What follows belongs to an exercise in optimizing a design on an open flow for small area, a short achievable clock period and few clock cycles per item; a production flow would make more cautious choices.
Only simulation tests tie the RTL to the original design; equivalence was not proved.

==> flow/design.v (outline; a module is shown in full before it is edited, if it fits) <==
// module loop_core: 360 lines
// module lc_m0: 1937 lines
// module lc_pbs: 1657 lines
// module lc_pb: 1591 lines
// module lc_s1n: 537 lines
// module lc_s2n: 520 lines
// module lc_add36: 279 lines
// module lc_outs: 951 lines
// module lc_sub32: 280 lines
// module lc_lt32: 286 lines
module loop_core (
    input  wire        clk,
    input  wire        rst,
    input  wire        cfg_we,
    input  wire [5:0]  cfg_addr,
    input  wire [31:0] cfg_wdata,
    input  wire        start,
    input  wire [31:0] sp,
    input  wire [31:0] pv,
    input  wire [31:0] target,
    input  wire [31:0] out_lo,
    input  wire [31:0] out_hi,
    input  wire [3:0]  nsec,
    input  wire        integrate,
    input  wire        reset_states,
    output wire        ready,
    output reg         done,
    output reg  [31:0] out,
    output reg  [31:0] err,
    output reg  [7:0]  flags,
    input  wire [4:0]  rd_addr,
    output reg  [47:0] rd_data
);
  // ...
==> flow/flow/run.sh <==
#!/bin/bash
# The standard layout, with the resizer asked to aim for a shorter clock
# period than the design's (the constraints and the clock stay as they are)
# and the ports buffered with plain buffers.  Each tool's output goes to a
# log file of its own.
set -euo pipefail
bash standard.sh synth > synth.log 2>&1
bash standard.sh SETUP_SLACK_MARGIN=12 "BUFFER_PORTS_ARGS=-buffer_cell sky130_fd_sc_hd__buf_2" finish > layout.log 2>&1
==> flow/standard.sh <==
#!/bin/bash
# synth_recipe.tcl (not shown) runs the flow's synth.tcl, then flattens the netlist and writes it again
# the make line also repeats each setting of config.mk as NAME=value (left out here)
make -C /OpenROAD-flow-scripts/flow DESIGN_CONFIG=/design/flow/config.mk WORK_HOME=/design/flow/orfs CLKGATE_MAP_FILE= SYNTH_SCRIPT=/design/flow/synth_recipe.tcl "${@:-finish}"
==> flow/config.mk <==
export PLATFORM = sky130hd
export DESIGN_NAME = loop_core
export DESIGN_NICKNAME = loop_core
export VERILOG_FILES = /design/flow/design.v
export SDC_FILE = /design/flow/constraint.sdc
export NUM_CORES = 8
export LEC_CHECK = 0
export ABC_AREA = 1
export CAP_MARGIN = 20
export CORE_MARGIN = 2
export CORE_UTILIZATION = 50
export PLACE_DENSITY = 0.6
export SLEW_MARGIN = 20
==> flow/constraint.sdc <==
create_clock -name core_clock -period 25.0 [get_ports {clk}]
set_input_delay 5.0000 -clock core_clock [delete_from_list [all_inputs] [get_ports {clk}]]
set_output_delay 5.0000 -clock core_clock [all_outputs]
set_load 0.01 [all_outputs]
==> run summary, run 1 <==
status = complete, no violations
Met3 Routed Length = 129.8 mm
Max Cap Viol = 0
I/O Pins = 335
Final min period = 13300 ps
grt total ovfl = 0
CTS tree = done
crit path DAT = 8300 ps
Initial Util = 0.5013
Signal buffers = 947
Final Net Count = 23751
inverter count = 3485
ys async rst share = 0
dpl ws = 11020 ps
Startpoint Class = primary input
Synth area leaders = edfxtp_1, fa_1, xor2_1
PortBufs = 330
GR peak layer = met2
Placed Instances = 25625
gpl congestion = 1.021
DR DRC count = 0
commonest non-fill, non-tap cell in the layout = inv_1
worst r2r path cells = 35
met2 wire length = 355.2 mm
first-pass GRT wire length = 1228 mm
Max Freq = 0.07519 GHz
ys flop type = edfxtp_1
Sink Count = 2413
mux share of post-synthesis cell area = 0.002257
HPWL after DPL = 589.2 mm
Post-CTS Setup Bufs = 1
CP max stage cell = nand4_1
Fill cells = 37096
CTS hold repair buffers = 0
cell with the most instances after synthesis = inv_1
max-slew violations = 0
Max Fanout on Critical Path = 23
RSZ-0062 raised after global routing = no
Testbench counts, summed over its fixed seeds: cycles 17,720, items 2,304.
==> inputs of run 2 (changes only) <==
--- a/flow/flow/run.sh
+++ b/flow/flow/run.sh
@@ -5,4 +5,4 @@
 # log file of its own.
 set -euo pipefail
 bash standard.sh synth > synth.log 2>&1
-bash standard.sh SETUP_SLACK_MARGIN=12 "BUFFER_PORTS_ARGS=-buffer_cell sky130_fd_sc_hd__buf_2" finish > layout.log 2>&1
+bash standard.sh SETUP_SLACK_MARGIN=15 "BUFFER_PORTS_ARGS=-buffer_cell sky130_fd_sc_hd__buf_2" finish > layout.log 2>&1
==> run 2 against run 1 <==
  * The layout now fails its checks (capacitance limit, slew limit)
  * Final area up 7.9%
  * Final cell count grew 3.2%
  * Sequential share of layout area decreased by 2.2 points
  * Largest cell class unchanged
  * Critical endpoint is now rd_data[14]
  * Highest routed layer unchanged
  * Worst hold slack better by 3.5 ps
  * Synthesized cell count is the same
  * Die area unchanged
  * Core utilization rose by 4.3 points
  * Count of clock-buffer cells in the layout rose by 14
  * Global-route usage is 3.0 points higher
==> run summary, run 2 <==
status = failed layout checks
Fail Reasons = capacitance limit, slew limit
CP Cell Sequence = buf_12 -> clkinv_8 -> nor3_4 -> buf_12 -> buf_8 -> buf_12 -> nand2_8 -> buf_4 -> nor2_1 -> nor4_4 -> nand4_1 -> buf_4
core box area = 415700 µm²
vias in the first global route = 170001
crit path DAT = 7700 ps (-600 ps)
register area share after synthesis = 0.3333
Util after Layout = 0.5888
CTS Root Cell = clkbuf_16
Worst path depth = 12
ys flop type = edfxtp_1
CTS hold repair buffers = 0 (unchanged)
RSZ-0062 raised after global routing = yes
period utilization = 0.5079
cell with the most instances after synthesis = inv_1
Vias per Instance = 6.624
Post-synth top cells = inv_1, xor2_1, o22ai_1
share of cells above drive strength 1 = 0.1465
Worst-Skew Late Latency = 960 ps
Post-Syn Instances = 20826
most frequent cells in the layout = inv_1, xor2_1, o22ai_1
Worst-path clk slew = 60 ps
Total GRT Usage = 0.4378
CP max stage cell = nand4_1
crit-path max cell delay = 890 ps
register area = 69470 µm²
via count = 180175
I/O Pins = 335 (unchanged)
max-slew violations = 2 (+2)
largest net degree at the start of global routing = 110
syn_area_per_cell = 10.01 µm²
Rows = 237
Final min period = 12700 ps (-600.7 ps)
Sink Count = 2413 (unchanged)
DRT Pass-1 Iters = 11
Post-Syn Area = 208400 µm²
die area = 422000 µm²
Max Fanout on Critical Path = 5 (-78%)
ys async rst share = 0 (unchanged)
DRT iter0 DRCs = 29244
worst hold endpoint = flags[7]$_DFFE_PP_
Max H-tree Level = 4
DR DRC count = 0 (unchanged)
Reg2Reg Setup Slack = 15000 ps
Yosys cell types = 62
Initial Util = 0.5013 (unchanged)
Critical Path RT = 20000 ps
cts bufs inserted = 245
cell mode on critical path = buf_12
kind of critical path = in2out
Worst Hold Class = reg2reg
CTS tree = done
Post-Layout Cell Count = 27199
Min Hold Slack = 430.8 ps
Relative slew margins = -0.01620
CP delay by family, top = simple AND/OR/NAND/NOR gates
EDFF count, synth = 2114
synth warn = 1
#FFs+latches synth = 2413
commonest non-fill, non-tap cell in the layout = inv_1
grt total ovfl = 0 (unchanged)
die height = 649.6 µm
Clock Tree Buf Depth = 4
worst r2r path cells = 36 (+2.9%)
Die Wd = 649.6 µm
Synth area leaders = edfxtp_1, fa_1, xor2_1
Worst-Margin Slew = 1504 ps
initial antenna violation count = 152
Layout area overhead = 17.45%
Max Freq = 0.07875 GHz (+4.7%)
Reg2Reg Launch Point = x_r[3]$_DFFE_PP_
drt wl/cell = 35.25 µm
first-pass GRT wire length = 1303 mm (+6.1%)
gpl congestion = 1.029 (+0.79%)
Final Net Count = 24622 (+3.7%)
Max Cap Viol = 1 (+1)
Worst R2R End = s1_0[35]$_DFFE_PP_
Yosys top cell area share = 0.3046
Routed WL = 958.8 mm
Fill cells = 34823 (-6.1%)
HP Start = lim_mm$_DFFE_PN_
crit end category = primary output
hold path depth = 0
Placed Instances = 25640 (+0.059%)
PortBufs = 330 (unchanged)
Total Neg Setup Slack = 0 ps
post-route ant nets = 0
Startpoint Class = primary input
cell taking the most area after synthesis = edfxtp_1
skew final = 64.59 ps
HPWL after DPL = 598.5 mm (+1.6%)
setup violators final = 0
Crit path buffers/inverters = 7
area occupied by multi-input gates = 125700 µm²
final hold vios = 0
## run 2: what timing repair did
item	in CTS	in global routing
setup buffers	469	232
pin swaps	260	293
cloned	117	40
setup endpoints to repair	684	500
resized for setup	1249	529
## run 2: logic make-up (layout without fill, tap and decap cells)
| group | after synthesis | in the layout | share of synthesized area |
|---|---|---|---|
| compound gates | 4592 | 4594 | 0.1390 |
| fa+ha+maj | 3156 | 3156 | 0.2714 |
| other cells | 1 | 244 | 0.00001799 |
| mux | 47 | 47 | 0.002257 |
| buf+inv | 5125 | 5744 | 0.09301 |
| simple gates | 3095 | 3107 | 0.06024 |
| xor+xnor | 2397 | 2397 | 0.1007 |
| flops | 2413 | 2413 | 0.3333 |
## run 2: cell type report
cell class              count  area share
repair inverters            6   0.0001942
multi-input cells       13303      0.5134
clock buffers             330     0.02808
repair buffers           1799     0.08276
diodes                    242    0.002474
well taps                5497     0.02810
clock inverters           124    0.005367
flip-flops and latches   2413      0.2838
inverters                3485     0.05580
## run 2: worst register-to-register path: cells and delay by family (launching register included)
family	cells	cell delay, ps
adders and majority gates	11	5340
AOI/OAI and AO/OA	10	1510
buffers and inverters	8	1350
xor gates and xnor gates	3	660
DFF	1	430
and+or+nand+nor	4	410
## run 2: per-stage QoR
stage,area [µm²],worst slack (ps)
2_1_floorplan,209900,13420
3_3_place_gp,217800,11120
3_5_place_dp,217900,11250
4_1_cts,238900,12380
5_1_grt,244500,12470
6_report,244800,12300
## run 2: how the worst max path moves through the flow
stage,startpoint,to,slack (ps)
after floorplan,rd_addr[0],rd_data[36],13420
after global placement,rd_addr[1],rd_data[6],11120
after detailed placement,rd_addr[3],rd_data[7],11250
after CTS,rd_addr[1],rd_data[14],12380
after global routing,rd_addr[1],rd_data[0],12470
final,rd_addr[1],rd_data[14],12300
## run 2: layer usage
metal,global-route usage,wire (µm),part of all wire
met5,0.007470,1177,0.0012
met4,0.3362,95030,0.099
met3,0.1959,160600,0.17
met2,0.5931,378400,0.39
met1,0.5424,323700,0.34
==> inputs of run 3 (changes only) <==
==> flow/run.sh (new file) <==
#!/bin/bash
# synth_recipe.tcl (not shown) runs the flow's synth.tcl, then flattens the netlist and writes it again
# the make line also repeats each setting of config.mk as NAME=value (left out here)
make -C /OpenROAD-flow-scripts/flow DESIGN_CONFIG=/design/flow/config.mk WORK_HOME=/design/flow/orfs CLKGATE_MAP_FILE= SYNTH_SCRIPT=/design/flow/synth_recipe.tcl finish
removed: flow/flow/run.sh
removed: flow/standard.sh
==> run 3 against run 2 <==
  * Now clean on timing, DRC and antenna
  * Register-to-register slack worse by 4000 ps
  * Critical path depth unchanged
  * First-iteration DRC count down 12%
  * Sequential cell count unchanged
  * Core utilization down 4.0 points
  * Final cell count down 3.2%
  * Final area down 6.7%
  * Non-clock buffer count down 842
  * Synthesized area unchanged
  * Wire length down 9.2%
==> run summary, run 3 <==
status = complete, no violations
synth warn = 1 (unchanged)
crit end category = primary output
max-slew violations = 0 (-2)
die height = 649.6 µm (unchanged)
Worst R2R End = s1_5[31]$_DFFE_PP_
Max Freq = 0.06664 GHz (-15%)
Die Wd = 649.6 µm (unchanged)
cell mode on critical path = buf_4
Max H-tree Level = 4 (unchanged)
core box area = 415700 µm² (unchanged)
skew final = 123.1 ps (+58.48 ps)
Layout area overhead = 9.547%
#FFs+latches synth = 2413 (unchanged)
DRT iter0 DRCs = 25675 (-12%)
gpl congestion = 1.023 (-0.58%)
Synth area leaders = edfxtp_1, fa_1, xor2_1
syn_area_per_cell = 10.01 µm² (unchanged)
crit-path max cell delay = 1070 ps (+180 ps)
DR DRC count = 0 (unchanged)
post-placement cell area = 219200 µm² (+0.59%)
die area = 422000 µm² (unchanged)
Post-CTS Setup Bufs = 0 (-100%)
register area share after synthesis = 0.3333 (unchanged)
Sink Count = 2413 (unchanged)
Max Fanout on Critical Path = 19 (+14)
crit path DAT = 10010 ps (+2310 ps)
DRT Pass-1 Iters = 14 (+3)
Reg2Reg Setup Slack = 11010 ps (-3990 ps)
Routed WL = 870.6 mm (-9.2%)
Worst-Margin Slew = 1399 ps (-105.2 ps)
Crit path buffers/inverters = 6 (-1)
I/O Pins = 335 (unchanged)
Post-Syn Area = 208400 µm² (unchanged)
cts bufs inserted = 241 (-1.6%)
EDFF count, synth = 2114 (unchanged)
hold path depth = 0 (unchanged)
Vias per Instance = 6.476 (-2.2%)
ys async rst share = 0 (unchanged)
period utilization = 0.6002 (+0.09226)
largest net degree at the start of global routing = 126 (+15%)
PortBufs = 330 (unchanged)
Post-synth top cells = inv_1, xor2_1, o22ai_1
Final min period = 15010 ps (+2307 ps)
Startpoint Class = primary input
vias in the first global route = 165379 (-2.7%)
Post-CTS Resized = 0 (-100%)
Yosys top cell area share = 0.3046 (unchanged)
worst hold endpoint = flags[7]$_DFFE_PP_
Clock Tree Buf Depth = 4 (unchanged)
commonest non-fill, non-tap cell in the layout = inv_1
CTS tree = done
setup violators final = 0 (unchanged)
Rows = 237 (unchanged)
share of cells above drive strength 1 = 0.06620 (-0.08026)
Reg2Reg Launch Point = x_r[6]$_DFFE_PP_
Worst-path clk slew = 60 ps (about the same)
Relative slew margins = 0.06283 (+0.07903)
Final Net Count = 23756 (-3.5%)
Min Hold Slack = 415.8 ps (-14.93 ps)
CP max stage cell = nand4_1
Critical Path RT = 20000 ps (about the same)
Max Cap Viol = 0 (-1)
CP delay by family, top = simple AND/OR/NAND/NOR gates
most frequent cells in the layout = inv_1, xor2_1, o22ai_1
CTS hold repair buffers = 0 (unchanged)
HP Start = lim_mm$_DFFE_PN_
final hold vios = 0 (unchanged)
initial antenna violation count = 123 (-19%)
RSZ-0062 raised after global routing = no
Total Neg Setup Slack = 0 ps (unchanged)
CP startpoint = rd_addr[4]
post-route ant nets = 0 (unchanged)
drt wl/cell = 33.06 µm (-6.2%)
CTS Root Cell = clkbuf_16
Initial Util = 0.5013 (unchanged)
HPWL after DPL = 590.8 mm (-1.3%)
Worst-Skew Late Latency = 1000 ps (+40 ps)
Worst Hold Class = reg2reg
Post-Syn Instances = 20826 (unchanged)
via count = 170516 (-5.4%)
cell taking the most area after synthesis = edfxtp_1
Total GRT Usage = 0.4049 (-0.03291)
cell with the most instances after synthesis = inv_1
ys flop type = edfxtp_1
CP Cell Sequence = clkdlybuf4s50_1 -> nor3_2 -> buf_4 -> inv_1 -> nor2_2 -> buf_4 -> buf_4 -> nand2_1 -> nand2_1 -> nor4_1 -> nand4_1 -> clkdlybuf4s50_1
grt total ovfl = 0 (unchanged)
Yosys cell types = 62 (unchanged)
cell area after layout = 228300 µm² (-6.7%)
kind of critical path = in2out
first-pass GRT wire length = 1223 mm (-6.1%)
worst r2r path cells = 34 (-5.6%)
run 3: cell counts after synthesis:
Identical to the previous run, type by type.
run 3: layer usage:
metal  up-vias  share of wire  wire (µm)  global-route usage
met4        28          0.092      80400              0.3051
met2     13539           0.41     353500              0.5625
met1     84462           0.35     307400              0.5211
met3      3132           0.15     129200              0.1379
met5         -        0.00022        195                   0
li1      69355              -          -                   -
run 3: how the worst max path moves through the flow:
stage	cells after the start	end	slack, ps
after floorplan	10	rd_data[36]	12900
after global placement	12	rd_data[7]	10390
after detailed placement	13	rd_data[35]	10400
after CTS	13	rd_data[35]	10390
after global routing	12	rd_data[7]	10370
final	12	rd_data[7]	9990
run 3: worst register-to-register path: cells and delay by family (launching register included):
family | cells | cell delay [ps]
flops | 1 | 1160
simple gates | 6 | 1170
compound gates | 10 | 3030
fa+ha+maj | 11 | 5590
xor+xnor | 2 | 1110
buf+inv | 5 | 1550
run 3: kinds of logic (layout without fill, tap and decap cells):
group | Yosys count | count (layout) | share of synthesized area
multiplexers | 47 | 47 | 0.002257
AO/OA/AOI/OAI | 4592 | 4592 | 0.1390
AND/OR/NAND/NOR | 3095 | 3095 | 0.06024
other | 1 | 247 | 0.00001799
adder cells (fa/ha/maj) | 3156 | 3156 | 0.2714
buffers and inverters | 5125 | 4887 | 0.09301
flip-flops | 2413 | 2413 | 0.3333
XOR/XNOR | 2397 | 2397 | 0.1007
run 3: layout make-up:
class	count	area (µm²)
Clock buffer	300	6603
Antenna cell	245	613.1
Tap cell	5497	6878
Inverter	3485	13190
Fill cell	36854	187400
Sequential cell	2413	69470
Clock inverter	145	1735
Timing Repair Buffer	957	8290
Multi-Input combinational cell	13289	121500
run 3: metrics by stage:
stage	setup slack, ps	std cells	utilization
2_1_floorplan	12900	20827	-
3_3_place_gp	10390	25633	0.5270
3_5_place_dp	10400	25636	0.5271
4_1_cts	10390	26081	0.5472
5_1_grt	10370	26269	0.5488
6_report	9995	26331	0.5491
==> module loop_core, before the edit <==
module loop_core (
    input  wire        clk,
    input  wire        rst,
    input  wire        cfg_we,
    input  wire [5:0]  cfg_addr,
    input  wire [31:0] cfg_wdata,
    input  wire        start,
    input  wire [31:0] sp,
    input  wire [31:0] pv,
    input  wire [31:0] target,
    input  wire [31:0] out_lo,
    input  wire [31:0] out_hi,
    input  wire [3:0]  nsec,
    input  wire        integrate,
    input  wire        reset_states,
    output wire        ready,
    output reg         done,
    output reg  [31:0] out,
    output reg  [31:0] err,
    output reg  [7:0]  flags,
    input  wire [4:0]  rd_addr,
    output reg  [47:0] rd_data
);
    reg        [30:0] beta, ki;
    reg        [30:0] b0_0, b1_0, b2_0, a1_0, a2_0;
    reg        [35:0] s1_0;
    reg        [34:0] s2_0;
    reg        [30:0] b0_1, b1_1, b2_1, a1_1, a2_1;
    reg        [35:0] s1_1;
    reg        [34:0] s2_1;
    reg        [30:0] b0_2, b1_2, b2_2, a1_2, a2_2;
    reg        [35:0] s1_2;
    reg        [34:0] s2_2;
    reg        [30:0] b0_3, b1_3, b2_3, a1_3, a2_3;
    reg        [35:0] s1_3;
    reg        [34:0] s2_3;
    reg        [30:0] b0_4, b1_4, b2_4, a1_4, a2_4;
    reg        [35:0] s1_4;
    reg        [34:0] s2_4;
    reg        [30:0] b0_5, b1_5, b2_5, a1_5, a2_5;
    reg        [35:0] s1_5;
    reg        [34:0] s2_5;
    reg        [30:0] b0_6, b1_6, b2_6, a1_6, a2_6;
    reg        [35:0] s1_6;
    reg        [34:0] s2_6;
    reg        [30:0] b0_7, b1_7, b2_7, a1_7, a2_7;
    reg        [35:0] s1_7;
    reg        [34:0] s2_7;
    reg        [30:0] rb0, rb1, rb2, ra1, ra2;
    reg        [35:0] rs1;
    reg        [34:0] rs2;
    reg signed [31:0] integ;
    reg        [3:0]  nsec_prev;
    reg               busy;
    reg               first;       
    reg               fin;         
    reg               upd;         
    reg        [2:0]  sec;         
    reg        [3:0]  n_r;
    reg               int_r;
    reg signed [31:0] lo_r, hi_r;
    reg        [31:0] o_pre;       
    reg               tl_r, th_r, eq_r;  
    reg        [30:0] x_r;         
    reg        [30:0] xd_r;        
    reg signed [34:0] i_r;         
    reg               f_err, f_sec, lim_mm;
    reg        [30:0] c0_r, c1_r, c2_r, c3_r, c4_r;
    reg        [35:0] s1_r;
    reg        [34:0] s2_r;
    assign ready = !busy;
    wire [31:0] e_full;
    lc_sub32 se (.a({sp[30], sp[30:0]}), .b(pv[30:0]), .y(e_full));
    wire        e_hi = (e_full[31:30] == 2'b01);
    wire        e_lo = (e_full[31:30] == 2'b10);
    wire [30:0] e_sat = e_hi ? 31'h3FFFFFFF : e_lo ? 31'h40000000 : e_full[30:0];
    wire [36:0] ya;
    lc_m0 m0 (.c(busy ? c0_r : sp[30:0]), .x(x_r), .s(busy ? s1_r : {{4{~pv[31]}}, ~pv}), .k(!busy), .y(ya));
    wire        ya_hi = !ya[36] && (ya[35:30] != 6'b000000);
    wire        ya_lo =  ya[36] && (ya[35:30] != 6'b111111);
    wire [30:0] y_sat = ya_hi ? 31'h3FFFFFFF : ya_lo ? 31'h40000000 : ya[30:0];
    wire [35:0] h1s, h1c, h2s, h2c, h3s, h3c, h4s, h4c;
    wire        h1l, h2l, h3l, h4l;
    lc_pbs m1 (.c(c1_r), .x(xd_r), .s(s2_r), .hs(h1s), .hc(h1c), .cl(h1l));
    lc_pb  m2 (.c(c2_r), .x(xd_r), .hs(h2s), .hc(h2c), .cl(h2l));
    lc_pb  m3 (.c(c3_r), .x(x_r), .hs(h3s), .hc(h3c), .cl(h3l));
    lc_pb  m4 (.c(c4_r), .x(x_r), .hs(h4s), .hc(h4c), .cl(h4l));
    wire [35:0] s1_new;
    wire [34:0] s2_new;
    lc_s1n n1 (.as(h1s), .ac(h1c), .al(h1l), .bs(h3s), .bc(h3c), .bl(h3l), .y(s1_new));
    lc_s2n n2 (.as(h2s), .ac(h2c), .al(h2l), .bs(h4s), .bc(h4c), .bl(h4l), .y(s2_new));
    wire signed [30:0] yc = x_r;
    wire [31:0] s_auto;
    wire        a_lo, a_hi;
    lc_outs os (.g(integ), .i(i_r), .y(yc), .lo(lo_r), .hi(hi_r), .s(s_auto), .lt(a_lo), .gt(a_hi));
    wire [31:0] o_auto = a_lo ? lo_r : a_hi ? hi_r : s_auto;
    wire [31:0] o_sel = int_r ? o_auto : o_pre;
    wire        c_lo = int_r ? a_lo : tl_r;
    wire        c_hi = int_r ? a_hi : th_r;
    wire [31:0] integ_new;
    lc_sub32 si (.a(o_sel), .b(yc), .y(integ_new));
    wire        mm, t_lo, t_hi_h, t_hi_l;
    lc_lt32 c1 (.a(out_hi), .b(out_lo), .lt(mm));
    lc_lt32 c2 (.a(target), .b(out_lo), .lt(t_lo));
    lc_lt32 c3 (.a(out_hi), .b(target), .lt(t_hi_h));
    lc_lt32 c4 (.a(out_lo), .b(target), .lt(t_hi_l));
    wire        t_hi = mm ? t_hi_l : t_hi_h;
    wire [31:0] hi_in = mm ? out_lo : out_hi;
    wire last = (sec == n_r[2:0] - 3'd1);
    always @(posedge clk) begin
        if (rst) begin
            busy      <= 1'b0;
            done      <= 1'b0;
            nsec_prev <= 4'd0;
            integ     <= 32'sd0;
        end else begin
            done <= 1'b0;
            if (!busy) begin
                if (start) begin
                    busy  <= 1'b1;
                    first <= 1'b1;
                    fin   <= 1'b0;
                    upd   <= 1'b0;
                    err   <= {e_sat[30], e_sat};
                    f_err <= e_hi | e_lo | ya_hi | ya_lo;
                end
            end else begin
                first <= 1'b0;
                if (first)
                    i_r <= s2_new;
                if (!fin) begin
                    if (n_r != 4'd0) begin
                        f_sec <= f_sec | ya_hi | ya_lo;
                        upd   <= 1'b1;
                    end
                    sec   <= sec + 3'd1;
                    fin   <= last || (n_r == 4'd0);
                end else begin
                    out   <= o_sel;
                    integ <= integ_new;
                    flags <= {lim_mm, c_hi | (c_lo & eq_r), c_lo | (c_hi & eq_r),
                              int_r & (a_lo | a_hi), 2'b00, f_sec, f_err};
                    nsec_prev <= n_r;
                    done  <= 1'b1;
                    busy  <= 1'b0;
                end
            end
        end
        if (rst || (busy ? fin : !start))
            x_r    <= beta_d;
        else if (!busy || n_r != 4'd0)
            x_r    <= y_sat;
        if (!busy) begin
            sec    <= 3'd0;
            xd_r   <= e_sat;
            o_pre  <= t_lo ? out_lo : t_hi ? hi_in : target;
            tl_r   <= t_lo;
            th_r   <= t_hi;
            eq_r   <= mm || (out_lo == out_hi);
            n_r    <= nsec;
            int_r  <= integrate;
            lo_r   <= out_lo;
            hi_r   <= hi_in;
            lim_mm <= mm;
            f_sec  <= 1'b0;
        end else if (!fin && n_r != 4'd0) begin
            xd_r   <= x_r;
        end
    end
    wire wr = !busy && cfg_we && !start;
    wire [30:0] beta_d = rst ? 31'h08000000 : (wr && cfg_addr == 6'd0) ? cfg_wdata[30:0] : beta;
    always @(posedge clk)
        beta <= beta_d;
    always @(posedge clk)
        if (rst || (wr && cfg_addr == 6'd1)) ki <= rst ? 31'h00000000 : cfg_wdata[30:0];
    always @(posedge clk)
        if (rst || (wr && cfg_addr == 6'd2)) b0_0 <= rst ? 31'h00000000 : cfg_wdata[30:0];
    always @(posedge clk)
        if (rst || (wr && cfg_addr == 6'd3)) b1_0 <= rst ? 31'h00000000 : cfg_wdata[30:0];
    always @(posedge clk)
        if (rst || (wr && cfg_addr == 6'd4)) b2_0 <= rst ? 31'h00000000 : cfg_wdata[30:0];
    always @(posedge clk)
        if (rst || (wr && cfg_addr == 6'd5)) a1_0 <= rst ? 31'h00000000 : cfg_wdata[30:0];
    always @(posedge clk)
        if (rst || (wr && cfg_addr == 6'd6)) a2_0 <= rst ? 31'h00000000 : cfg_wdata[30:0];
    always @(posedge clk)
        if (rst || (wr && cfg_addr == 6'd7)) b0_1 <= rst ? 31'h00000000 : cfg_wdata[30:0];
    always @(posedge clk)
        if (rst || (wr && cfg_addr == 6'd8)) b1_1 <= rst ? 31'h00000000 : cfg_wdata[30:0];
    always @(posedge clk)
        if (rst || (wr && cfg_addr == 6'd9)) b2_1 <= rst ? 31'h00000000 : cfg_wdata[30:0];
    always @(posedge clk)
        if (rst || (wr && cfg_addr == 6'd10)) a1_1 <= rst ? 31'h00000000 : cfg_wdata[30:0];
    always @(posedge clk)
        if (rst || (wr && cfg_addr == 6'd11)) a2_1 <= rst ? 31'h00000000 : cfg_wdata[30:0];
    always @(posedge clk)
        if (rst || (wr && cfg_addr == 6'd12)) b0_2 <= rst ? 31'h00000000 : cfg_wdata[30:0];
    always @(posedge clk)
        if (rst || (wr && cfg_addr == 6'd13)) b1_2 <= rst ? 31'h00000000 : cfg_wdata[30:0];
    always @(posedge clk)
        if (rst || (wr && cfg_addr == 6'd14)) b2_2 <= rst ? 31'h00000000 : cfg_wdata[30:0];
    always @(posedge clk)
        if (rst || (wr && cfg_addr == 6'd15)) a1_2 <= rst ? 31'h00000000 : cfg_wdata[30:0];
    always @(posedge clk)
        if (rst || (wr && cfg_addr == 6'd16)) a2_2 <= rst ? 31'h00000000 : cfg_wdata[30:0];
    always @(posedge clk)
        if (rst || (wr && cfg_addr == 6'd17)) b0_3 <= rst ? 31'h00000000 : cfg_wdata[30:0];
    always @(posedge clk)
        if (rst || (wr && cfg_addr == 6'd18)) b1_3 <= rst ? 31'h00000000 : cfg_wdata[30:0];
    always @(posedge clk)
        if (rst || (wr && cfg_addr == 6'd19)) b2_3 <= rst ? 31'h00000000 : cfg_wdata[30:0];
    always @(posedge clk)
        if (rst || (wr && cfg_addr == 6'd20)) a1_3 <= rst ? 31'h00000000 : cfg_wdata[30:0];
    always @(posedge clk)
        if (rst || (wr && cfg_addr == 6'd21)) a2_3 <= rst ? 31'h00000000 : cfg_wdata[30:0];
    always @(posedge clk)
        if (rst || (wr && cfg_addr == 6'd22)) b0_4 <= rst ? 31'h00000000 : cfg_wdata[30:0];
    always @(posedge clk)
        if (rst || (wr && cfg_addr == 6'd23)) b1_4 <= rst ? 31'h00000000 : cfg_wdata[30:0];
    always @(posedge clk)
        if (rst || (wr && cfg_addr == 6'd24)) b2_4 <= rst ? 31'h00000000 : cfg_wdata[30:0];
    always @(posedge clk)
        if (rst || (wr && cfg_addr == 6'd25)) a1_4 <= rst ? 31'h00000000 : cfg_wdata[30:0];
    always @(posedge clk)
        if (rst || (wr && cfg_addr == 6'd26)) a2_4 <= rst ? 31'h00000000 : cfg_wdata[30:0];
    always @(posedge clk)
        if (rst || (wr && cfg_addr == 6'd27)) b0_5 <= rst ? 31'h00000000 : cfg_wdata[30:0];
    always @(posedge clk)
        if (rst || (wr && cfg_addr == 6'd28)) b1_5 <= rst ? 31'h00000000 : cfg_wdata[30:0];
    always @(posedge clk)
        if (rst || (wr && cfg_addr == 6'd29)) b2_5 <= rst ? 31'h00000000 : cfg_wdata[30:0];
    always @(posedge clk)
        if (rst || (wr && cfg_addr == 6'd30)) a1_5 <= rst ? 31'h00000000 : cfg_wdata[30:0];
    always @(posedge clk)
        if (rst || (wr && cfg_addr == 6'd31)) a2_5 <= rst ? 31'h00000000 : cfg_wdata[30:0];
    always @(posedge clk)
        if (rst || (wr && cfg_addr == 6'd32)) b0_6 <= rst ? 31'h00000000 : cfg_wdata[30:0];
    always @(posedge clk)
        if (rst || (wr && cfg_addr == 6'd33)) b1_6 <= rst ? 31'h00000000 : cfg_wdata[30:0];
    always @(posedge clk)
        if (rst || (wr && cfg_addr == 6'd34)) b2_6 <= rst ? 31'h00000000 : cfg_wdata[30:0];
    always @(posedge clk)
        if (rst || (wr && cfg_addr == 6'd35)) a1_6 <= rst ? 31'h00000000 : cfg_wdata[30:0];
    always @(posedge clk)
        if (rst || (wr && cfg_addr == 6'd36)) a2_6 <= rst ? 31'h00000000 : cfg_wdata[30:0];
    always @(posedge clk)
        if (rst || (wr && cfg_addr == 6'd37)) b0_7 <= rst ? 31'h00000000 : cfg_wdata[30:0];
    always @(posedge clk)
        if (rst || (wr && cfg_addr == 6'd38)) b1_7 <= rst ? 31'h00000000 : cfg_wdata[30:0];
    always @(posedge clk)
        if (rst || (wr && cfg_addr == 6'd39)) b2_7 <= rst ? 31'h00000000 : cfg_wdata[30:0];
    always @(posedge clk)
        if (rst || (wr && cfg_addr == 6'd40)) a1_7 <= rst ? 31'h00000000 : cfg_wdata[30:0];
    always @(posedge clk)
        if (rst || (wr && cfg_addr == 6'd41)) a2_7 <= rst ? 31'h00000000 : cfg_wdata[30:0];
    wire [2:0] pn = busy ? sec + 3'd1 : 3'd0;
    wire       z0 = reset_states || (nsec_prev == 4'd0 && nsec != 4'd0);
    always @(*) begin
        case (pn)
            3'd0: begin rb0 = b0_0; rs1 = s1_0; end
            3'd1: begin rb0 = b0_1; rs1 = s1_1; end
            3'd2: begin rb0 = b0_2; rs1 = s1_2; end
            3'd3: begin rb0 = b0_3; rs1 = s1_3; end
            3'd4: begin rb0 = b0_4; rs1 = s1_4; end
            3'd5: begin rb0 = b0_5; rs1 = s1_5; end
            3'd6: begin rb0 = b0_6; rs1 = s1_6; end
            3'd7: begin rb0 = b0_7; rs1 = s1_7; end
        endcase
        case (sec)
            3'd0: begin rb1 = b1_0; rb2 = b2_0; ra1 = a1_0; ra2 = a2_0; rs2 = s2_0; end
            3'd1: begin rb1 = b1_1; rb2 = b2_1; ra1 = a1_1; ra2 = a2_1; rs2 = s2_1; end
            3'd2: begin rb1 = b1_2; rb2 = b2_2; ra1 = a1_2; ra2 = a2_2; rs2 = s2_2; end
            3'd3: begin rb1 = b1_3; rb2 = b2_3; ra1 = a1_3; ra2 = a2_3; rs2 = s2_3; end
            3'd4: begin rb1 = b1_4; rb2 = b2_4; ra1 = a1_4; ra2 = a2_4; rs2 = s2_4; end
            3'd5: begin rb1 = b1_5; rb2 = b2_5; ra1 = a1_5; ra2 = a2_5; rs2 = s2_5; end
            3'd6: begin rb1 = b1_6; rb2 = b2_6; ra1 = a1_6; ra2 = a2_6; rs2 = s2_6; end
            3'd7: begin rb1 = b1_7; rb2 = b2_7; ra1 = a1_7; ra2 = a2_7; rs2 = s2_7; end
        endcase
    end
    always @(posedge clk) begin
        c0_r <= rb0;
        s1_r <= (!busy && z0) ? 36'd0 : rs1;
        c1_r <= rb1;
        c2_r <= busy ? rb2 : ki;
        c3_r <= ra1;
        c4_r <= busy ? ra2 : 31'd0;
        s2_r <= rs2;
    end
    wire clr = rst || !busy;
    wire en_0 = rst || (!busy && start && (reset_states || (nsec_prev <= 4'd0 && nsec > 4'd0))) || (busy && upd && sec == 3'd1);
    always @(posedge clk)
        if (en_0) begin
            s1_0 <= clr ? 36'd0 : s1_new;
            s2_0 <= clr ? 35'd0 : s2_new[34:0];
        end
    wire en_1 = rst || (!busy && start && (reset_states || (nsec_prev <= 4'd1 && nsec > 4'd1))) || (busy && upd && sec == 3'd2);
    always @(posedge clk)
        if (en_1) begin
            s1_1 <= clr ? 36'd0 : s1_new;
            s2_1 <= clr ? 35'd0 : s2_new[34:0];
        end
    wire en_2 = rst || (!busy && start && (reset_states || (nsec_prev <= 4'd2 && nsec > 4'd2))) || (busy && upd && sec == 3'd3);
    always @(posedge clk)
        if (en_2) begin
            s1_2 <= clr ? 36'd0 : s1_new;
            s2_2 <= clr ? 35'd0 : s2_new[34:0];
        end
    wire en_3 = rst || (!busy && start && (reset_states || (nsec_prev <= 4'd3 && nsec > 4'd3))) || (busy && upd && sec == 3'd4);
    always @(posedge clk)
        if (en_3) begin
            s1_3 <= clr ? 36'd0 : s1_new;
            s2_3 <= clr ? 35'd0 : s2_new[34:0];
        end
    wire en_4 = rst || (!busy && start && (reset_states || (nsec_prev <= 4'd4 && nsec > 4'd4))) || (busy && upd && sec == 3'd5);
    always @(posedge clk)
        if (en_4) begin
            s1_4 <= clr ? 36'd0 : s1_new;
            s2_4 <= clr ? 35'd0 : s2_new[34:0];
        end
    wire en_5 = rst || (!busy && start && (reset_states || (nsec_prev <= 4'd5 && nsec > 4'd5))) || (busy && upd && sec == 3'd6);
    always @(posedge clk)
        if (en_5) begin
            s1_5 <= clr ? 36'd0 : s1_new;
            s2_5 <= clr ? 35'd0 : s2_new[34:0];
        end
    wire en_6 = rst || (!busy && start && (reset_states || (nsec_prev <= 4'd6 && nsec > 4'd6))) || (busy && upd && sec == 3'd7);
    always @(posedge clk)
        if (en_6) begin
            s1_6 <= clr ? 36'd0 : s1_new;
            s2_6 <= clr ? 35'd0 : s2_new[34:0];
        end
    wire en_7 = rst || (!busy && start && (reset_states || (nsec_prev <= 4'd7 && nsec > 4'd7))) || (busy && upd && sec == 3'd0);
    always @(posedge clk)
        if (en_7) begin
            s1_7 <= clr ? 36'd0 : s1_new;
            s2_7 <= clr ? 35'd0 : s2_new[34:0];
        end
    always @(*) begin
        case (rd_addr)
            5'd0: rd_data = {{12{s1_0[35]}}, s1_0};
            5'd1: rd_data = {{12{s1_1[35]}}, s1_1};
            5'd2: rd_data = {{12{s1_2[35]}}, s1_2};
            5'd3: rd_data = {{12{s1_3[35]}}, s1_3};
            5'd4: rd_data = {{12{s1_4[35]}}, s1_4};
            5'd5: rd_data = {{12{s1_5[35]}}, s1_5};
            5'd6: rd_data = {{12{s1_6[35]}}, s1_6};
            5'd7: rd_data = {{12{s1_7[35]}}, s1_7};
            5'd8: rd_data = {{13{s2_0[34]}}, s2_0};
            5'd9: rd_data = {{13{s2_1[34]}}, s2_1};
            5'd10: rd_data = {{13{s2_2[34]}}, s2_2};
            5'd11: rd_data = {{13{s2_3[34]}}, s2_3};
            5'd12: rd_data = {{13{s2_4[34]}}, s2_4};
            5'd13: rd_data = {{13{s2_5[34]}}, s2_5};
            5'd14: rd_data = {{13{s2_6[34]}}, s2_6};
            5'd15: rd_data = {{13{s2_7[34]}}, s2_7};
            5'd16: rd_data = {{16{integ[31]}}, integ};
            default: rd_data = 48'd0;
        endcase
    end
endmodule
==> inputs of run 4 (changes only) <==
--- a/flow/design.v
+++ b/flow/design.v
@@ -58,8 +58,7 @@
     reg        [2:0]  sec;         
     reg        [3:0]  n_r;
     reg               int_r;
-    reg signed [31:0] lo_r, hi_r;
-    reg        [31:0] o_pre;       
+    reg signed [31:0] lo_r, hi_r;  
     reg               tl_r, th_r, eq_r;  
     reg        [30:0] x_r;         
     reg        [30:0] xd_r;        
@@ -94,18 +93,16 @@
     wire        a_lo, a_hi;
     lc_outs os (.g(integ), .i(i_r), .y(yc), .lo(lo_r), .hi(hi_r), .s(s_auto), .lt(a_lo), .gt(a_hi));
     wire [31:0] o_auto = a_lo ? lo_r : a_hi ? hi_r : s_auto;
-    wire [31:0] o_sel = int_r ? o_auto : o_pre;
+    wire [31:0] o_sel = int_r ? o_auto : lo_r;
     wire        c_lo = int_r ? a_lo : tl_r;
     wire        c_hi = int_r ? a_hi : th_r;
     wire [31:0] integ_new;
     lc_sub32 si (.a(o_sel), .b(yc), .y(integ_new));
-    wire        mm, t_lo, t_hi_h, t_hi_l;
+    wire        mm, t_lo, t_hi;
     lc_lt32 c1 (.a(out_hi), .b(out_lo), .lt(mm));
-    lc_lt32 c2 (.a(target), .b(out_lo), .lt(t_lo));
-    lc_lt32 c3 (.a(out_hi), .b(target), .lt(t_hi_h));
-    lc_lt32 c4 (.a(out_lo), .b(target), .lt(t_hi_l));
-    wire        t_hi = mm ? t_hi_l : t_hi_h;
     wire [31:0] hi_in = mm ? out_lo : out_hi;
+    lc_lt32 c2 (.a(target), .b(out_lo), .lt(t_lo));
+    lc_lt32 c3 (.a(hi_in), .b(target), .lt(t_hi));
     wire last = (sec == n_r[2:0] - 3'd1);
     always @(posedge clk) begin
         if (rst) begin
@@ -153,13 +150,12 @@
         if (!busy) begin
             sec    <= 3'd0;
             xd_r   <= e_sat;
-            o_pre  <= t_lo ? out_lo : t_hi ? hi_in : target;
             tl_r   <= t_lo;
             th_r   <= t_hi;
             eq_r   <= mm || (out_lo == out_hi);
             n_r    <= nsec;
             int_r  <= integrate;
-            lo_r   <= out_lo;
+            lo_r   <= (integrate || t_lo) ? out_lo : t_hi ? hi_in : target;
             hi_r   <= hi_in;
             lim_mm <= mm;
             f_sec  <= 1'b0;
==> flow/flow/run.sh (new file) <==
#!/bin/bash
# The standard layout, with the resizer asked to aim for a shorter clock
# period than the design's (the constraints and the clock stay as they are)
# and the ports buffered with plain buffers.  Each tool's output goes to a
# log file of its own.
set -euo pipefail
bash standard.sh synth > synth.log 2>&1
bash standard.sh SETUP_SLACK_MARGIN=13 "BUFFER_PORTS_ARGS=-buffer_cell sky130_fd_sc_hd__buf_2" finish > layout.log 2>&1
==> flow/standard.sh (new file) <==
#!/bin/bash
# synth_recipe.tcl (not shown) runs the flow's synth.tcl, then flattens the netlist and writes it again
# the make line also repeats each setting of config.mk as NAME=value (left out here)
make -C /OpenROAD-flow-scripts/flow DESIGN_CONFIG=/design/flow/config.mk WORK_HOME=/design/flow/orfs CLKGATE_MAP_FILE= SYNTH_SCRIPT=/design/flow/synth_recipe.tcl "${@:-finish}"
--- a/flow/config.mk
+++ b/flow/config.mk
@@ -6,8 +6,8 @@
 export NUM_CORES = 8
 export LEC_CHECK = 0
 export ABC_AREA = 1
-export CAP_MARGIN = 20
+export CAP_MARGIN = 30
 export CORE_MARGIN = 2
 export CORE_UTILIZATION = 50
 export PLACE_DENSITY = 0.6
-export SLEW_MARGIN = 20
+export SLEW_MARGIN = 30
removed: flow/run.sh
==> run 4 against run 3 <==
  * Register-to-register slack gained 2100 ps
  * Synthesized area is 0.69% lower
  * Global-route usage is 0.61 points higher
  * Final cell count up 0.40%
  * Non-clock buffer count grew 147
  * Die area down 0.69%
==> run summary, run 4 <==
status = complete, no violations
CTS tree = done
PortBufs = 330 (unchanged)
Min Hold Slack = 373.9 ps (-41.98 ps)
Total Neg Setup Slack = 0 ps (unchanged)
Routed WL = 873.9 mm (+0.38%)
HPWL after DPL = 587.3 mm (-0.59%)
Worst-Margin Slew = 1265 ps (-134.7 ps)
die height = 647.4 µm (-0.34%)
ys async rst share = 0 (unchanged)
Synth area leaders = edfxtp_1, fa_1, xor2_1
Startpoint Class = primary input
vias in the first global route = 164552 (-0.50%)
period utilization = 0.5057 (-0.09449)
Max Cap Viol = 0 (unchanged)
Max Fanout on Critical Path = 6 (-13)
Total GRT Usage = 0.4110 (+0.006125)
largest net degree at the start of global routing = 127 (+0.79%)
DRT Pass-1 Iters = 9 (-5)
Die Wd = 647.4 µm (-0.34%)
max-slew violations = 0 (unchanged)
CP startpoint = rd_addr[4]
cell with the most instances after synthesis = inv_1
final hold vios = 0 (unchanged)
Final Net Count = 23880 (+0.52%)
synth warn = 1 (unchanged)
post-placement cell area = 216700 µm² (-1.1%)
Final min period = 12640 ps (-2362 ps)
crit path DAT = 7640 ps (-2370 ps)
Relative slew margins = 0.1570 (+0.09413)
gpl congestion = 1.008 (-1.5%)
Post-synth top cells = inv_1, o22ai_1, xor2_1
register area = 68510 µm² (-1.4%)
drt wl/cell = 33.06 µm (about the same)
Max Freq = 0.07909 GHz (+19%)
Worst-path clk slew = 60 ps (about the same)
kind of critical path = in2out
Worst-Skew Late Latency = 980 ps (-20 ps)
register area share after synthesis = 0.3310 (-0.002326)
Post-Syn Area = 207000 µm² (-0.69%)
initial antenna violation count = 114 (-7.3%)
#FFs+latches synth = 2381 (-1.3%)
Sink Count = 2381 (-1.3%)
die area = 419100 µm² (-0.69%)
Initial Util = 0.5017 (about the same)
via count = 170278 (-0.14%)
core box area = 412500 µm² (-0.78%)
CTS hold repair buffers = 0 (unchanged)
Max H-tree Level = 4 (unchanged)
Critical Path RT = 20000 ps (about the same)
Rows = 236 (-0.42%)
crit end category = primary output
CTS Root Cell = clkbuf_16
EDFF count, synth = 2082 (-1.5%)
Fill cells = 35946 (-2.5%)
Layout area overhead = 10.27%
Post-Syn Instances = 20826 (unchanged)
Reg2Reg Launch Point = x_r[12]$_DFFE_PP_
cell area after layout = 228200 µm² (about the same)
share of cells above drive strength 1 = 0.09424 (+0.02804)
Yosys cell types = 67 (+8.1%)
grt total ovfl = 0 (unchanged)
cell taking the most area after synthesis = edfxtp_1
skew final = 100.9 ps (-22.14 ps)
Yosys top cell area share = 0.3021 (-0.002525)
HP Start = ki[26]$_DFFE_PP_
RSZ-0062 raised after global routing = yes
syn_area_per_cell = 9.938 µm² (-0.69%)
DR DRC count = 0 (unchanged)
Vias per Instance = 6.441 (-0.54%)
Clock Tree Buf Depth = 4 (unchanged)
first-pass GRT wire length = 1223 mm (about the same)
commonest non-fill, non-tap cell in the layout = inv_1
area occupied by multi-input gates = 121600 µm² (about the same)
setup violators final = 0 (unchanged)
cts bufs inserted = 243 (+0.83%)
post-route ant nets = 0 (unchanged)
I/O Pins = 335 (unchanged)
DRT iter0 DRCs = 24801 (-3.4%)
ys flop type = edfxtp_1
Final WS setup = 12360 ps (+2362 ps)
Worst Hold Class = reg2reg
most frequent cells in the layout = inv_1, o22ai_1, xor2_1
dpl ws = 11210 ps (+810.2 ps)
-- run 4: layout make-up --
class                      instances  share of cell area
multi-input combinational      13227              0.5329
sequential                      2381              0.3002
inverter                        3586             0.05966
timing repair buffer            1104             0.03989
tap                             5474             0.03001
clock buffer                     314             0.02919
clock inverter                   133            0.005779
antenna                          218            0.002390
-- run 4: repair_timing --
item	CTS	global route
endpoints found under the hold margin	0	0
endpoints found under the setup margin	316	311
resized for setup	209	126
pin swaps	37	27
setup buffers	76	28
gates cloned	8	2
-- run 4: cell families after synthesis --
| logic type | synth area share |
|---|---|
| adder cells (fa/ha/maj) | 0.2714 |
| buffers and inverters | 0.09546 |
| AND/OR/NAND/NOR | 0.06046 |
| flip-flops | 0.3310 |
| other | 0.00001812 |
| XOR/XNOR | 0.1015 |
| multiplexers | 0.002376 |
| AO/OA/AOI/OAI | 0.1378 |
-- run 4: critical path: stages --
cell and delay (ps):
buf_12 100, clkinv_8 60, nand2_4 50, nor2_2 40, buf_6 130, inv_4 50, nor2_2 40, buf_12 140
buf_12 140, buf_8 130, nand2_4 60, o21ai_4 60, nor4_4 290, nand4_1 880, buf_2 440
-- run 4: path summary, 6_finish.rpt --
| check | end | slack (ps) | depth (start not counted) |
|---|---|---|---|
| hold reg to reg | c2_r[26]$_DFF_P_ | 370 | 2 |
| hold / removal | c2_r[26]$_DFF_P_ | 370 | 2 |
| setup / recovery | rd_data[16] | 12360 | 15 |
| setup reg to reg | s2_6[28]$_DFFE_PP_ | 13140 | 30 |
-- run 4: per-stage QoR --
step,instances,util
after floorplan,20827,-
after global placement,25626,0.5237
after detailed placement,25643,0.5252
after CTS,26174,0.5488
after global routing,26372,0.5528
final,26437,0.5532
-- run 4: metal layers --
layer | GRT usage | vias to the layer above | part of all wire
li1 | - | 69435 | -
met1 | 0.5164 | 84242 | 0.35
met2 | 0.5758 | 13216 | 0.41
met3 | 0.1535 | 3326 | 0.15
met4 | 0.3061 | 59 | 0.093
met5 | 0.004278 | - | 0.00062
Testbench counts of run 4, summed over its fixed seeds: cycles 17,720, items 2,304.
==> inputs of run 5 (changes only) <==
--- a/flow/config.mk
+++ b/flow/config.mk
@@ -8,6 +8,6 @@
 export ABC_AREA = 1
 export CAP_MARGIN = 30
 export CORE_MARGIN = 2
-export CORE_UTILIZATION = 50
-export PLACE_DENSITY = 0.6
+export CORE_UTILIZATION = 65
+export PLACE_DENSITY = 0.75
 export SLEW_MARGIN = 30
==> run 5 against run 4 <==
  * Still clean
  * Non-clock buffer count decreased by 20
  * Core utilization increased by 16 points
  * Clock skew decreased by 2.3 ps
  * Critical path type unchanged
  * Critical endpoint is now rd_data[2]
  * Largest cell class unchanged
==> run summary, run 5 <==
setup violators final = 0 (unchanged)
cell taking the most area after synthesis = edfxtp_1
Critical Path RT = 20000 ps (about the same)
max-slew violations = 0 (unchanged)
CTS Root Cell = clkbuf_16
crit end category = primary output
Worst-Skew Late Latency = 980 ps (about the same)
most frequent cells in the layout = inv_1, o22ai_1, xor2_1
gpl congestion = 1.062 (+5.3%)
Synth area leaders = edfxtp_1, fa_1, xor2_1
Max Fanout on Critical Path = 12 (+6)
die area = 322900 µm² (-23%)
area occupied by multi-input gates = 121600 µm² (about the same)
Yosys cell types = 67 (unchanged)
register area share after synthesis = 0.3310 (unchanged)
die height = 568.3 µm (-12%)
DRT iter0 DRCs = 32744 (+32%)
grt total ovfl = 0 (unchanged)
Worst Hold Class = reg2reg
status = complete, no violations
RSZ-0062 raised after global routing = yes
commonest non-fill, non-tap cell in the layout = inv_1
DR DRC count = 0 (unchanged)
Startpoint Class = primary input
hold path depth = 0 (-2)
Vias per Instance = 7.062 (+9.6%)
largest net degree at the start of global routing = 123 (-3.1%)
ys async rst share = 0 (unchanged)
Yosys top cell area share = 0.3021 (unchanged)
post-route ant nets = 0 (unchanged)
crit path DAT = 7420 ps (-220 ps)
core box area = 317500 µm² (-23%)
skew final = 98.59 ps (-2.341 ps)
initial antenna violation count = 127 (+11%)
period utilization = 0.4968 (-0.008880)
worst hold endpoint = flags[7]$_DFFE_PP_
Post-Syn Instances = 20826 (unchanged)
Max H-tree Level = 4 (unchanged)
CP startpoint = rd_addr[2]
Rows = 207 (-12%)
Sink Count = 2381 (unchanged)
Layout area overhead = 9.330%
synth warn = 1 (unchanged)
kind of critical path = in2out
Initial Util = 0.6518 (+0.1501)
Worst R2R End = i_r[33]$_DFFE_PP_
I/O Pins = 335 (unchanged)
Reg2Reg Launch Point = x_r[5]$_DFFE_PP_
worst r2r path cells = 41 (+37%)
CTS hold repair buffers = 0 (unchanged)
Util after Layout = 0.7126 (+0.1594)
drt wl/cell = 33.96 µm (+2.7%)
PortBufs = 330 (unchanged)
first-pass GRT wire length = 1193 mm (-2.4%)
cts bufs inserted = 228 (-6.2%)
Worst-path clk slew = 60 ps (about the same)
Final Net Count = 23848 (-0.13%)
Post-synth top cells = inv_1, o22ai_1, xor2_1
Max Freq = 0.08051 GHz (+1.8%)
Fill cells = 23149 (-36%)
Reg2Reg Setup Slack = 13000 ps (-140 ps)
#FFs+latches synth = 2381 (unchanged)
Worst-Margin Slew = 1281 ps (+16.83 ps)
Post-Syn Area = 207000 µm² (unchanged)
final hold vios = 0 (unchanged)
EDFF count, synth = 2082 (unchanged)
syn_area_per_cell = 9.938 µm² (unchanged)
Clock Tree Buf Depth = 4 (unchanged)
HP Start = lim_mm$_DFFE_PN_
ys flop type = edfxtp_1
Total GRT Usage = 0.5179 (+0.1069)
cell with the most instances after synthesis = inv_1
CTS tree = done
DRT Pass-1 Iters = 14 (+5)
Max Cap Viol = 0 (unchanged)
share of cells above drive strength 1 = 0.09199 (-0.002254)
vias in the first global route = 171553 (+4.3%)
Final min period = 12420 ps (-222.0 ps)
Routed WL = 851.3 mm (-2.6%)
register area = 68510 µm² (about the same)
Die Wd = 568.3 µm (-12%)
Total Neg Setup Slack = 0 ps (unchanged)
Relative slew margins = 0.1457 (-0.01122)
via count = 177004 (+4.0%)
HPWL after DPL = 554.7 mm (-5.5%)
run 5: metrics by stage:
step	hold slack (ps)	cells	setup slack [ps]	area, µm²
finish	427.5	25064	12580	226300
global route	448.0	24943	12660	226000
global placement	403.0	24304	10920	214100
floorplan	400.3	20827	13030	207000
CTS	431.0	24812	12680	223800
detailed placement	416.5	24310	11150	214400
run 5: kinds of logic after synthesis:
family	after synthesis	share of synthesized area
compound gates	4583	0.1378
fa+ha+maj	3124	0.2714
xor+xnor	2399	0.1015
mux	49	0.002376
simple gates	3070	0.06046
other cells	1	0.00001812
buf+inv	5219	0.09546
flops	2381	0.3310
run 5: metal layers:
metal | part of all wire | vias to the layer above | GRT usage
met2 | 0.39 | 17810 | 0.6885
met1 | 0.31 | 84746 | 0.6176
li1 | - | 69310 | -
met5 | 0.0011 | - | 0.01145
met4 | 0.11 | 68 | 0.4333
met3 | 0.19 | 5070 | 0.2669
run 5: cell type report:
type                    instances  share of cell area
multi-input cells           13230              0.5376
flip-flops and latches       2381              0.3028
inverters                    3586             0.06018
repair buffers               1084             0.04069
clock buffers                 282             0.02696
well taps                    4180             0.02311
clock inverters               136            0.006613
diodes                        185            0.002046
run 5: repair_timing:
action	in CTS	in global routing
gates cloned	9	5
gates resized for setup	205	201
pin swaps	32	46
setup endpoints to repair	277	296
setup buffers	75	41
run 5: worst max-delay path: stages:
cell and delay [ps]:
buf_6 140, nand2_1 190, inv_1 160, nand3_4 190, buf_12 230, o22ai_1 110, a21oi_1 140, nand4_1 790
buf_2 430
run 5: worst max path at each step:
stage | depth (start not counted) | slack, ps | end
3_5_place_dp | 33 | 11150 | x_r[9]$_DFFE_PP_
2_1_floorplan | 9 | 13030 | rd_data[36]
6_report | 9 | 12580 | rd_data[2]
3_3_place_gp | 32 | 10920 | x_r[7]$_DFFE_PP_
5_1_grt | 14 | 12660 | rd_data[28]
4_1_cts | 14 | 12680 | rd_data[2]
==> inputs of run 6 (changes only) <==
--- a/flow/design.v
+++ b/flow/design.v
@@ -133,23 +133,23 @@
                     sec   <= sec + 3'd1;
                     fin   <= last || (n_r == 4'd0);
                 end else begin
-                    out   <= o_sel;
                     integ <= integ_new;
-                    flags <= {lim_mm, c_hi | (c_lo & eq_r), c_lo | (c_hi & eq_r),
-                              int_r & (a_lo | a_hi), 2'b00, f_sec, f_err};
                     nsec_prev <= n_r;
                     done  <= 1'b1;
                     busy  <= 1'b0;
                 end
             end
         end
+        out   <= o_sel;
+        flags <= {lim_mm, c_hi | (c_lo & eq_r), c_lo | (c_hi & eq_r),
+                  int_r & (a_lo | a_hi), 2'b00, f_sec, f_err};
+        xd_r  <= busy ? x_r : e_sat;
         if (rst || (busy ? fin : !start))
             x_r    <= beta_d;
         else if (!busy || n_r != 4'd0)
             x_r    <= y_sat;
         if (!busy) begin
             sec    <= 3'd0;
-            xd_r   <= e_sat;
             tl_r   <= t_lo;
             th_r   <= t_hi;
             eq_r   <= mm || (out_lo == out_hi);
@@ -159,8 +159,6 @@
             hi_r   <= hi_in;
             lim_mm <= mm;
             f_sec  <= 1'b0;
-        end else if (!fin && n_r != 4'd0) begin
-            xd_r   <= x_r;
         end
     end
     wire wr = !busy && cfg_we && !start;
--- a/flow/flow/run.sh
+++ b/flow/flow/run.sh
@@ -5,4 +5,4 @@
 # log file of its own.
 set -euo pipefail
 bash standard.sh synth > synth.log 2>&1
-bash standard.sh SETUP_SLACK_MARGIN=13 "BUFFER_PORTS_ARGS=-buffer_cell sky130_fd_sc_hd__buf_2" finish > layout.log 2>&1
+bash standard.sh SETUP_SLACK_MARGIN=13.5 "BUFFER_PORTS_ARGS=-buffer_cell sky130_fd_sc_hd__buf_2" finish > layout.log 2>&1
==> run 6 against run 5 <==
  * Wire length decreased by 1.9%
  * Maximum frequency about the same
  * Via count rose by 0.21%
  * First-iteration DRC count increased by 3.2%
  * Setup slack got worse by 4.6 ps
  * Global-route usage is 1.1 points lower
  * Synthesized area fell by 0.51%
  * Final area increased by 0.14%
  * Clock skew is 1.2 ps lower
  * Synthesized cell count down 0.51%
  * Critical endpoint is now rd_data[12]
==> run summary, run 6 <==
vias in the first global route = 172385 (+0.48%)
Worst R2R End = s1_5[35]$_DFFE_PP_
DRT Pass-1 Iters = 17 (+3)
final hold vios = 0 (unchanged)
#FFs+latches synth = 2381 (unchanged)
most frequent cells in the layout = inv_1, o22ai_1, xor2_1
Sink Count = 2381 (unchanged)
register area = 67840 µm² (-0.98%)
crit end category = primary output
mux share of post-synthesis cell area = 0.002291 (-0.00008497)
drt wl/cell = 33.38 µm (-1.7%)
largest family of logic cells by synthesized area = adder cells
PortBufs = 330 (unchanged)
initial antenna violation count = 115 (-9.4%)
Worst-path clk slew = 60 ps (about the same)
cell taking the most area after synthesis = edfxtp_1
GRT met3 Usage = 0.2702 (+0.003286)
Post-synth top cells = inv_1, o22ai_1, xor2_1
hold path depth = 0 (unchanged)
Compound-Gate Fraction of Synth Area = 0.1400 (+0.002181)
area occupied by multi-input gates = 121500 µm² (-0.11%)
Worst Hold Class = reg2reg
setup violators final = 0 (unchanged)
Yosys top cell area share = 0.2936 (-0.008505)
commonest non-fill, non-tap cell in the layout = inv_1
Vias per Instance = 7.089 (+0.38%)
simple-gate share of the synthesized area = 0.05831 (-0.002149)
Critical Path RT = 20000 ps (about the same)
die height = 566.8 µm (-0.26%)
synth warn = 1 (unchanged)
EDFF count, synth = 2013 (-3.3%)
ys flop type = edfxtp_1
share of cells above drive strength 1 = 0.09789 (+0.005907)
skew final = 97.38 ps (-1.210 ps)
Synth Area in Adders = 0.2728 (+0.001400)
DR DRC count = 0 (unchanged)
I/O Pins = 335 (unchanged)
die area = 321300 µm² (-0.51%)
first-pass GRT wire length = 1172 mm (-1.8%)
Initial Util = 0.6537 (+0.001935)
Max Cap Viol = 0 (unchanged)
post-route ant nets = 0 (unchanged)
Worst-Margin Slew = 1256 ps (-25.50 ps)
Max H-tree Level = 4 (unchanged)
Reg2Reg Setup Slack = 13640 ps (+640 ps)
syn_area_per_cell = 9.937 µm² (about the same)
met1 GRT Util = 0.5927 (-0.02498)
gpl congestion = 1.063 (+0.13%)
period utilization = 0.4970 (about the same)
Clock Tree Buf Depth = 4 (unchanged)
Max Freq = 0.08048 GHz (about the same)
met2 Track Usage GR = 0.6718 (-0.01678)
cts bufs inserted = 226 (-0.88%)
cell area after layout = 226600 µm² (+0.14%)
HP Start = lim_mm$_DFFE_PN_
largest net degree at the start of global routing = 111 (-9.8%)
CTS tree = done
CTS Root Cell = clkbuf_16
Total GRT Usage = 0.5065 (-0.01144)
crit path DAT = 7430 ps (about the same)
HPWL after DPL = 535.5 mm (-3.5%)
register area share after synthesis = 0.3294 (-0.001647)
Routed WL = 835.2 mm (-1.9%)
post-placement cell area = 213100 µm² (-0.60%)
worst r2r path cells = 44 (+7.3%)
Max Fanout on Critical Path = 7 (-5)
Total Neg Setup Slack = 0 ps (unchanged)
Startpoint Class = primary input
via count = 177378 (+0.21%)
Reg2Reg Launch Point = x_r[1]$_DFFE_PP_
ys async rst share = 0 (unchanged)
Rows = 206 (-0.48%)
worst hold endpoint = flags[7]$_DFF_P_
grt total ovfl = 0 (unchanged)
Final Net Count = 23838 (-0.042%)
GR peak layer = met2
Layout area overhead = 10.05%
XOR/XNOR Fraction of Synth Area = 0.1017 (+0.0002260)
cell with the most instances after synthesis = inv_1
Final min period = 12430 ps (+4.600 ps)
core box area = 315000 µm² (-0.81%)
kind of critical path = in2out
Synth area leaders = edfxtp_1, fa_1, xor2_1
max-slew violations = 0 (unchanged)
Die Wd = 566.8 µm (-0.26%)
Post-Syn Area = 205900 µm² (-0.51%)
Worst-Skew Late Latency = 960 ps (-20 ps)
Fill cells = 22221 (-4.0%)
Post-Syn Instances = 20720 (-0.51%)
DRT iter0 DRCs = 33784 (+3.2%)
Relative slew margins = 0.1571 (+0.01139)
RSZ-0062 raised after global routing = yes
Yosys cell types = 61 (-9.0%)
status = complete, no violations
[run 6: cell types whose count changed after synthesis, moves of 13 or more]
cell       before   now
a22oi_1        17     4
clkbuf_1     1423  1398
a31oi_1        67    83
o21ai_0       805   779
edfxtp_1     2082  2013
a221oi_1      248   298
dfxtp_1       299   368
o221ai_1       14    27
a22o_1         34    50
o22ai_1      2436  2466
buf_1         164   186
nand2_1      1836  1792
nor2_1        645   591
a2111oi_0      38    11
[run 6: cells by family after synthesis]
logic type | count (synthesis)
buffers and inverters | 5204
AOI/OAI and AO/OA | 4621
adders and majority gates | 3124
and+or+nand+nor | 2950
xor gates and xnor gates | 2392
DFF | 2381
muxes | 47
other | 1
[run 6: worst max-delay path by stage]
stage	start	end	slack, ps	depth (start not counted)
after floorplan	rd_addr[0]	rd_data[36]	13520	8
after global placement	sp[30]	x_r[2]$_DFFE_PP_	11190	30
after detailed placement	sp[30]	x_r[5]$_DFFE_PP_	11500	31
after CTS	rd_addr[4]	rd_data[12]	12800	11
after global routing	rd_addr[4]	rd_data[12]	12660	11
final	rd_addr[4]	rd_data[12]	12570	11
[run 6: metal layers]
metal,vias to the layer above,wire length [µm]
met5,-,1894
li1,69207,-
met2,18237,321400
met1,84313,252600
met3,5528,162400
met4,93,96870
[run 6: metrics by stage]
step,cells,hold WS [ps],utilization,setup slack [ps]
floorplan,20721,323.3,-,13520
global placement,24170,324.4,0.6760,11190
detailed placement,24176,330.2,0.6767,11500
CTS,24702,344.5,0.7086,12800
global route,24950,362.1,0.7188,12660
finish,25021,343.5,0.7194,12570
[run 6: repair_timing]
action	CTS	global route
gates resized for setup	331	244
hold buffers	0	0
pin swaps	71	49
cloned	18	22
setup endpoints to repair	398	348
setup buffers	95	99
[run 6: area by class of cell]
cell class              count  share of cell area
multi-input cells       13139              0.5363
flip-flops and latches   2381              0.2994
diodes                    175            0.001933
clock buffers             305             0.02753
inverters                3575             0.05996
repair buffers           1178             0.04716
clock inverters           108            0.004826
well taps                4160             0.02297
[run 6: worst max-delay path: stages]
cell and delay, ps:
buf_8 80, clkinvlp_4 160, nand2_2 130, nor2_4 80
buf_12 180, nand2_8 80, buf_12 150, o22ai_4 80
a221oi_2 220, nand4_1 800, buf_2 440
Testbench counts of run 6, summed over its fixed seeds: cycles 17,720, items 2,304.

## re-timing with driven ports
In the flow no input, the clock included, has a driving cell. The finished layouts below were timed again as built, in two steps.
Step 1 sets driving cells, clkbuf_16 on the clock port and buf_2 on the other inputs (assumed; they add their load-dependent delay and slew).
Step 2, shift: input delay + t, output delay - t, t = (earliest + latest rising clock arrival at the registers) / 2. This alone moves slack from input paths to output paths.
Slacks: no drivers / after step 1 / after step 2; pairs: no drivers / after step 1.
| run | t, ns | slack for setup (ns) | slew at the worst register clock pin (ns) |
|---|---|---|---|
| run 1 | 1.038 | 11.701 / 11.601 / 11.601 | 0.09 / 0.09 |
| run 2 | 1.043 | 12.301 / 12.241 / 12.241 | 0.08 / 0.08 |
| run 3 | 1.039 | 9.995 / 9.922 / 9.922 | 0.08 / 0.08 |
| run 4 | 1.040 | 12.357 / 12.235 / 12.235 | 0.08 / 0.08 |
| run 5 | 1.038 | 12.579 / 12.404 / 12.170 | 0.07 / 0.07 |
| run 6 | 1.012 | 12.574 / 12.408 / 12.408 | 0.08 / 0.08 |
The setup slack of run 5, which loses most, moves by -0.175 ns with the drivers and by -0.409 ns with both steps.
